This is an optimization exercise on Yosys and OpenROAD, whose aim is small area, a short achievable clock period and few clock cycles, not a production implementation. RTL that was checked went through simulation tests only; none was proved equivalent to the original. No activity file was given, so power comes from the tool's default toggle rates.

## rill_cost
module rill_cost (
    input  wire        clk,
    input  wire        rst,         
    input  wire        in_valid,
    output wire        in_ready,
    input  wire [11:0] in_data,
    input  wire        in_lg,       
    input  wire        in_last,     
    output reg         grp_valid,
    output reg  [3:0]  grp_k0,
    output reg  [3:0]  grp_k1,
    output reg  [3:0]  grp_k2,
    output reg         res_valid,
    output reg  [1:0]  res_pred,
    output reg  [15:0] res_len
);
Settings: LEC_CHECK=0, ABC_AREA=1, CAP_MARGIN=20, CORE_MARGIN=2, CORE_UTILIZATION=40, CTS_CLUSTER_DIAMETER=80, CTS_CLUSTER_SIZE=30, SLEW_MARGIN=20; clock period 42.0 ns.
standard.sh (not shown) runs the stock make flow with config.mk's settings and CLKGATE_MAP_FILE= SYNTH_SCRIPT=/design/flow/synth_recipe.tcl, a recipe that flattens the netlist after the stock synthesis.
==> flow/flow/run.sh <==
#!/bin/bash
set -euo pipefail
HERE=$(pwd)
R=$HERE/orfs/results/sky130hd/rill_cost/base
ARGS=("BUFFER_PORTS_ARGS=-buffer_cell sky130_fd_sc_hd__buf_2"
      SETUP_SLACK_MARGIN=32.5 TNS_END_PERCENT=100)

bash standard.sh "${ARGS[@]}" synth > standard_synth.log 2>&1

cp "$R/1_2_yosys.v" "$HERE/standard_synth.v"
YOSYS=yosys
[[ -x "$FLOW_HOME/../tools/install/yosys/bin/yosys" ]] && YOSYS="$FLOW_HOME/../tools/install/yosys/bin/yosys"
DONT_USE=$(sed -n '/^export DONT_USE_CELLS/,/^$/p' "$FLOW_HOME/platforms/sky130hd/config.mk" | grep -o 'sky130_fd_sc_hd__[a-z0-9_]*' | tr '\n' ' ')
LIB_FILE="$FLOW_HOME/platforms/sky130hd/lib/sky130_fd_sc_hd__tt_025C_1v80.lib" \
STD_NETLIST="$HERE/standard_synth.v" OUT_NETLIST="$R/1_2_yosys.v" TOP="$FLOW_TOP" \
DONT_USE="$DONT_USE" ABC_D=6500 ABC_SCRIPT="$HERE/flow/remap.abc" \
    "$YOSYS" -c "$HERE/flow/remap.tcl" > remap.log 2>&1
rm -f "$R/1_synth.odb" "$R/1_synth.sdc"

bash standard.sh "${ARGS[@]}" finish > standard_finish.log 2>&1
Other scripts of this flow, unchanged in this note and not shown: flow/flow/remap.abc, flow/flow/remap.tcl
==> next run, changes <==
--- a/flow/design.v
+++ b/flow/design.v
@@ -72,18 +72,16 @@
                     genvar gb;
                     for (gb = 0; gb < 8; gb = gb + 1) begin : g_b
                         assign s[gb]   = av[gb] ^ bv[gb] ^ c[gb];
                         assign c[gb+1] = (av[gb] & bv[gb]) | (c[gb] & (av[gb] ^ bv[gb]));
                     end
                     if ((gp < 2 && gk >= 11) || gk == 13) begin : g_nosat
                         always @(posedge clk) a <= s;
-                    end else if (gp < 2) begin : g_sat01
-                        always @(posedge clk) a <= s | {{4{c[8]}}, 4'd0};
-                    end else begin : g_sat2
-                        always @(posedge clk) a <= s | {{4{c[8]}}, 3'd0, c[8]};
+                    end else begin : g_sat
+                        always @(posedge clk) a <= s | {8{c[8]}};
                     end
                     assign acc[gp*14+gk] = a;
                 end
             end
         end
     endgenerate
     reg cl;      
=>
- The new run went through all stages and came out clean
- via count went up by about 2.6%
- final area went up by 1.3%
- sequential power went up by about 2%
- clock power went down by about 6%
- die area went up by 1.4%
- global-route usage went up by 0.13 points
- register-to-register slack gets worse by 0.09 ns
- area after synthesis went up by about 1.4%
- worst hold slack gets better by 0.0049 ns
- count of clock-buffer cells in the layout is unchanged
Testbench counts after the change, summed over its fixed seeds: cycles 81,576.
For the first run of this note, only the layout was checked, not whether the RTL still works.

* * *

The RTL this note starts from:
==> flow/design.v <==
module rill_cost (
    input  wire        clk,
    input  wire        rst,         
    input  wire        in_valid,
    output wire        in_ready,
    input  wire [11:0] in_data,
    input  wire        in_lg,       
    input  wire        in_last,     
    output reg         grp_valid,
    output reg  [3:0]  grp_k0,
    output reg  [3:0]  grp_k1,
    output reg  [3:0]  grp_k2,
    output reg         res_valid,
    output reg  [1:0]  res_pred,
    output reg  [15:0] res_len
);
    assign in_ready = 1'b1;
    reg        r_rst;
    reg        r_v;
    reg        r_lg;
    reg        r_last;
    reg [11:0] r_x;
    always @(posedge clk) begin
        r_rst  <= rst;
        r_v    <= in_valid;
        r_lg   <= in_lg;
        r_last <= in_last;
        r_x    <= in_data;
    end
    wire v = r_v & ~r_rst;
    reg        in_blk;       
    reg        cur_lg;       
    reg        fresh;        
    reg [11:0] x0;           
    reg [11:0] xp1;          
    reg [11:0] xp2;          
    reg [3:0]  gc;           
    wire ns = v & (~in_blk | (r_lg != cur_lg));    
    wire vr = v & ~ns;                              
    wire [3:0] gc_base = fresh ? 4'd0 : gc;
    wire       gdone   = vr & ((gc_base == 4'd15) | r_last);
    wire [12:0] e0 = {1'b0, r_x} - {1'b0, x0};
    wire [12:0] e1 = {1'b0, r_x} - {1'b0, xp1};
    wire [13:0] e2 = {2'b0, r_x} + {2'b0, xp2} - {1'b0, xp1, 1'b0};
    wire [13:0] z0 = {1'b0, {e0[11:0], 1'b0} ^ {13{e0[12]}}};
    wire [13:0] z1 = {1'b0, {e1[11:0], 1'b0} ^ {13{e1[12]}}};
    wire [13:0] z2 = {e2[12:0], 1'b0} ^ {14{e2[13]}};
    function [4:0] code_bits(input [13:0] zz, input integer k);
        reg [13:0] q;
        begin
            q = zz >> k;
            if (q < 16) code_bits = q[4:0] + 5'd1 + k;
            else        code_bits = 5'd30;
        end
    endfunction
    wire [7:0] acc [0:41];
    genvar gp, gk;
    generate
        for (gp = 0; gp < 3; gp = gp + 1) begin : g_p
            wire [13:0] zp = (gp == 0) ? z0 : (gp == 1) ? z1 : z2;
            for (gk = 0; gk < 14; gk = gk + 1) begin : g_k
                if (gp < 2 && gk == 13) begin : g_fix
                    assign acc[gp*14+gk] = 8'd0;
                end else begin : g_acc
                    reg  [7:0] a;
                    wire [4:0] cb  = vr ? code_bits(zp, gk) : 5'd0;
                    wire [7:0] av = fresh ? 8'd0 : a;
                    wire [7:0] bv = {3'd0, cb};
                    wire [8:0] c;
                    wire [7:0] s;
                    assign c[0] = 1'b0;
                    genvar gb;
                    for (gb = 0; gb < 8; gb = gb + 1) begin : g_b
                        assign s[gb]   = av[gb] ^ bv[gb] ^ c[gb];
                        assign c[gb+1] = (av[gb] & bv[gb]) | (c[gb] & (av[gb] ^ bv[gb]));
                    end
                    if ((gp < 2 && gk >= 11) || gk == 13) begin : g_nosat
                        always @(posedge clk) a <= s;
                    end else begin : g_sat
                        always @(posedge clk) a <= s | {8{c[8]}};
                    end
                    assign acc[gp*14+gk] = a;
                end
            end
        end
    endgenerate
    reg cl;      
    reg res2;    
    reg ns2;     
    reg last2;   
    always @(posedge clk) begin
        if (r_rst) begin
            in_blk <= 1'b0;
            cur_lg <= 1'b0;
            fresh  <= 1'b1;
            gc     <= 4'd0;
            cl     <= 1'b0;
            res2   <= 1'b0;
            ns2    <= 1'b0;
            last2  <= 1'b0;
        end else begin
            cl    <= gdone | (ns & ~fresh);
            res2  <= vr;
            ns2   <= ns;
            last2 <= v & r_last;
            gc    <= gc_base + {3'd0, vr};
            if (ns)      fresh <= 1'b1;
            else if (vr) fresh <= gdone;
            if (v) begin
                in_blk <= ~r_last;
                cur_lg <= r_lg;
            end
        end
        if (v) begin
            xp1 <= r_x;
            xp2 <= ns ? r_x : xp1;
            if (ns) x0 <= r_x;
        end
    end
    function [21:0] argmin14(input [111:0] c, input [13:0] en);    
        reg [13:0] cand, b;
        reg [7:0]  mv;
        reg        any0;
        integer i, j;
        begin
            cand = en;
            for (j = 7; j >= 0; j = j - 1) begin
                for (i = 0; i < 14; i = i + 1) b[i] = c[i*8+j];
                any0  = |(cand & ~b);
                mv[j] = ~any0;
                cand  = cand & ~(b & {14{any0}});
            end
            argmin14 = {cand, mv};
        end
    endfunction
    function [3:0] first14(input [13:0] m);
        integer i;
        begin
            first14 = 4'd0;
            for (i = 13; i >= 0; i = i - 1)
                if (m[i]) first14 = i;
        end
    endfunction
    wire [111:0] cost0, cost1, cost2;
    generate
        for (gk = 0; gk < 13; gk = gk + 1) begin : g_cost
            assign cost0[gk*8 +: 8] = acc[gk];
            assign cost1[gk*8 +: 8] = acc[14+gk];
        end
        for (gk = 0; gk < 14; gk = gk + 1) begin : g_cost2
            assign cost2[gk*8 +: 8] = acc[28+gk];
        end
    endgenerate
    assign cost0[111:104] = 8'd0;
    assign cost1[111:104] = 8'd0;
    wire [21:0] am0 = argmin14(cost0, 14'h1fff);
    wire [21:0] am1 = argmin14(cost1, 14'h1fff);
    wire [21:0] am2 = argmin14(cost2, 14'h3fff);
    reg        res3;         
    reg        ns3;          
    reg        last3;        
    reg [7:0]  mv0, mv1, mv2;        
    reg [13:0] bm0, bm1, bm2;        
    always @(posedge clk) begin
        if (r_rst) begin
            res3      <= 1'b0;
            ns3       <= 1'b0;
            last3     <= 1'b0;
        end else begin
            res3      <= res2;
            ns3       <= ns2;
            last3     <= last2;
        end
        bm0 <= am0[21:8];
        bm1 <= am1[21:8];
        bm2 <= am2[21:8];
        mv0 <= (cl & ~r_rst) ? am0[7:0] : 8'd0;
        mv1 <= (cl & ~r_rst) ? am1[7:0] : 8'd0;
        mv2 <= (cl & ~r_rst) ? am2[7:0] : 8'd0;
    end
    wire       cl3 = |mv0;
    always @(posedge clk) begin
        grp_valid <= cl3 & ~r_rst;
        grp_k0 <= first14(bm0);
        grp_k1 <= first14(bm1);
        grp_k2 <= first14(bm2);
    end
    function [14:0] radd15(input [14:0] x, input [14:0] y);
        reg c;
        integer i;
        begin
            c = 1'b0;
            for (i = 0; i < 15; i = i + 1) begin
                radd15[i] = x[i] ^ y[i] ^ c;
                c = (x[i] & y[i]) | (c & (x[i] ^ y[i]));
            end
        end
    endfunction
    reg        start;        
    reg        fin;          
    reg [14:0] tot0, tot1, tot2;     
    reg [12:0] dq;           
    reg [7:0]  cq;           
    always @(posedge clk) begin
        if (r_rst) begin
            start <= 1'b1;
            fin   <= 1'b0;
        end else begin
            start <= last3;
            fin   <= last3;
        end
        tot0 <= radd15(start ? 15'd0 : tot0, {7'd0, mv0});
        tot1 <= radd15(start ? 15'd0 : tot1, {7'd0, mv1});
        tot2 <= radd15(start ? 15'd0 : tot2, {7'd0, mv2});
        dq   <= (start ? 13'd0 : dq) + (res3 ? 13'd3 : 13'd0) - (cl3 ? 13'd1 : 13'd0);
        cq   <= (start ? 8'd0 : cq) + (ns3 ? 8'd3 : 8'd0) + (cl3 ? 8'd1 : 8'd0);
    end
    wire [14:0] st = {dq, 2'b00};
    wire        s01 = tot1 < tot0;
    wire [14:0] m01 = s01 ? tot1 : tot0;
    wire        s23 = st < tot2;
    wire [14:0] m23 = s23 ? st : tot2;
    wire        sf  = m23 < m01;
    wire [14:0] mn  = sf ? m23 : m01;
    always @(posedge clk) begin
        res_valid <= fin & ~r_rst;
        res_pred <= sf ? {1'b1, s23} : {1'b0, s01};
        res_len  <= {1'b0, mn} + {6'd0, cq, 2'b00};
    end
endmodule
Settings: LEC_CHECK=0, ABC_AREA=1, CAP_MARGIN=20, CORE_MARGIN=2, CORE_UTILIZATION=40, CTS_CLUSTER_DIAMETER=80, CTS_CLUSTER_SIZE=30, SLEW_MARGIN=20; clock period 42.0 ns.
==> flow/flow/remap.abc <==
strash
&get -n
&fraig -x
&put
scorr
dc2
strash
&get -n
&dch -f
&nf
&put
topo
stime -c
buffer -c
upsize -c
dnsize -c
==> flow/flow/remap.tcl <==
# Maps the standard synthesis's logic again with its registers left as
# they are. Every sequential cell (and the tie cell) is kept as a black box,
# so each register keeps its name and cell type; the gates between them are
# read as their library functions, flattened and mapped anew by ABC with
# flow/remap.abc, then tied off and buffered as the standard synthesis does.
set lib $::env(LIB_FILE)
yosys read_liberty -overwrite -ignore_miss_func -ignore_miss_dir -ignore_miss_data_latch $lib
set keep {}
foreach c [split [exec grep -o {sky130_fd_sc_hd__[a-z0-9_]*} $::env(STD_NETLIST) | sort -u] "\n"] {
    if {[regexp {__(dfx|edf|df|sdf|sedf|dl|conb)} $c]} { lappend keep $c }
}
puts "kept as black boxes: $keep"
yosys blackbox {*}$keep
yosys read_verilog $::env(STD_NETLIST)
yosys hierarchy -top $::env(TOP)
yosys flatten
yosys opt_clean
# the library's cells again, as black boxes, for the cells ABC places
yosys read_liberty -lib -nooverwrite -ignore_miss_dir -ignore_miss_data_latch $lib
yosys stat -liberty $lib
set du {}
foreach c $::env(DONT_USE) { lappend du -dont_use $c }
yosys abc -liberty $lib {*}$du -D $::env(ABC_D) -script $::env(ABC_SCRIPT)
yosys opt_clean -purge
yosys hilomap -singleton -hicell sky130_fd_sc_hd__conb_1 HI -locell sky130_fd_sc_hd__conb_1 LO
yosys insbuf -buf sky130_fd_sc_hd__buf_4 A X
yosys check -assert -mapped
yosys stat -liberty $lib
yosys write_verilog -noattr -nohex -nodec $::env(OUT_NETLIST)
Scripts as last shown in full above: flow/flow/run.sh
Testbench counts at the start, summed over its fixed seeds: cycles 81,576.
==> next run, changes <==
--- a/flow/design.v
+++ b/flow/design.v
@@ -118,26 +118,29 @@
         end
     end
-    function [21:0] argmin14(input [111:0] c, input [13:0] en);    
-        reg [13:0] cand, b;
+    function [11:0] argmin14(input [111:0] c, input [13:0] en);    
+        reg [13:0] cand, bh, bl;
         reg [7:0]  mv;
-        reg        any0;
+        reg        ah, al, x0, x1;
+        reg [3:0]  k;
         integer i, j;
         begin
             cand = en;
-            for (j = 7; j >= 0; j = j - 1) begin
-                for (i = 0; i < 14; i = i + 1) b[i] = c[i*8+j];
-                any0  = |(cand & ~b);
-                mv[j] = ~any0;
-                cand  = cand & ~(b & {14{any0}});
-            end
-            argmin14 = {cand, mv};
-        end
-    endfunction
-    function [3:0] first14(input [13:0] m);
-        integer i;
-        begin
-            first14 = 4'd0;
+            for (j = 7; j >= 1; j = j - 2) begin
+                for (i = 0; i < 14; i = i + 1) begin
+                    bh[i] = c[i*8+j];
+                    bl[i] = c[i*8+j-1];
+                end
+                ah = |(cand & ~bh);
+                x0 = |(cand & ~bh & ~bl);
+                x1 = |(cand & ~bl);
+                al = ah ? x0 : x1;
+                mv[j]   = ~ah;
+                mv[j-1] = ~al;
+                cand = cand & ~(bh & {14{ah}}) & ~(bl & {14{al}});
+            end
+            k = 4'd0;
             for (i = 13; i >= 0; i = i - 1)
-                if (m[i]) first14 = i;
+                if (cand[i]) k = i;
+            argmin14 = {k, mv};
         end
     endfunction
@@ -154,12 +157,12 @@
     assign cost0[111:104] = 8'd0;
     assign cost1[111:104] = 8'd0;
-    wire [21:0] am0 = argmin14(cost0, 14'h1fff);
-    wire [21:0] am1 = argmin14(cost1, 14'h1fff);
-    wire [21:0] am2 = argmin14(cost2, 14'h3fff);
+    wire [11:0] am0 = argmin14(cost0, 14'h1fff);
+    wire [11:0] am1 = argmin14(cost1, 14'h1fff);
+    wire [11:0] am2 = argmin14(cost2, 14'h3fff);
     reg        res3;         
     reg        ns3;          
     reg        last3;        
     reg [7:0]  mv0, mv1, mv2;        
-    reg [13:0] bm0, bm1, bm2;        
+    reg [3:0]  bk0, bk1, bk2;        
     always @(posedge clk) begin
         if (r_rst) begin
@@ -172,7 +175,7 @@
             last3     <= last2;
         end
-        bm0 <= am0[21:8];
-        bm1 <= am1[21:8];
-        bm2 <= am2[21:8];
+        bk0 <= am0[11:8];
+        bk1 <= am1[11:8];
+        bk2 <= am2[11:8];
         mv0 <= (cl & ~r_rst) ? am0[7:0] : 8'd0;
         mv1 <= (cl & ~r_rst) ? am1[7:0] : 8'd0;
@@ -182,7 +185,7 @@
     always @(posedge clk) begin
         grp_valid <= cl3 & ~r_rst;
-        grp_k0 <= first14(bm0);
-        grp_k1 <= first14(bm1);
-        grp_k2 <= first14(bm2);
+        grp_k0 <= bk0;
+        grp_k1 <= bk1;
+        grp_k2 <= bk2;
     end
     function [14:0] radd15(input [14:0] x, input [14:0] y);
Result: Combinational power shrinks by 23%. Worst setup slack is better by 0.021 ns. Register-to-register slack gains 0.18 ns. Total power fell by 11%. First-iteration DRC count increases by 7.6%. Sequential share of layout area shrinks by 2.2 points. Critical path depth is unchanged.
The RTL of the second run of this note was laid out without a check of its function.

[port drivers added, routing unchanged]
Ports are ideal in the flow. The routed layouts listed here were re-timed in OpenROAD.
Step 1: set_driving_cell puts a clkbuf_16 on clk and a buf_2 on each other input, an assumption about the parent block.
Step 2, shift: input delay + t, output delay - t, t = (earliest + latest rising clock arrival at the registers) / 2. This alone moves slack from input paths to output paths.
a / b / c = ideal / step 1 / step 2; a / b = the first two.
| run | t, ns | setup WS [ns] | pins driven straight from the clock port |
|---|---|---|---|
| the first run of note 1 | 0.661 | 32.540 / 32.479 / 33.139 | 1 |
| the second run of note 1 | 0.645 | 32.565 / 32.499 / 33.144 | 1 |
| the first run of note 2 | 0.659 | 32.513 / 32.450 / 32.833 | 1 |
| the second run of note 2 | 0.671 | 32.534 / 32.464 / 33.008 | 1 |
After both steps every run listed still meets setup and hold.
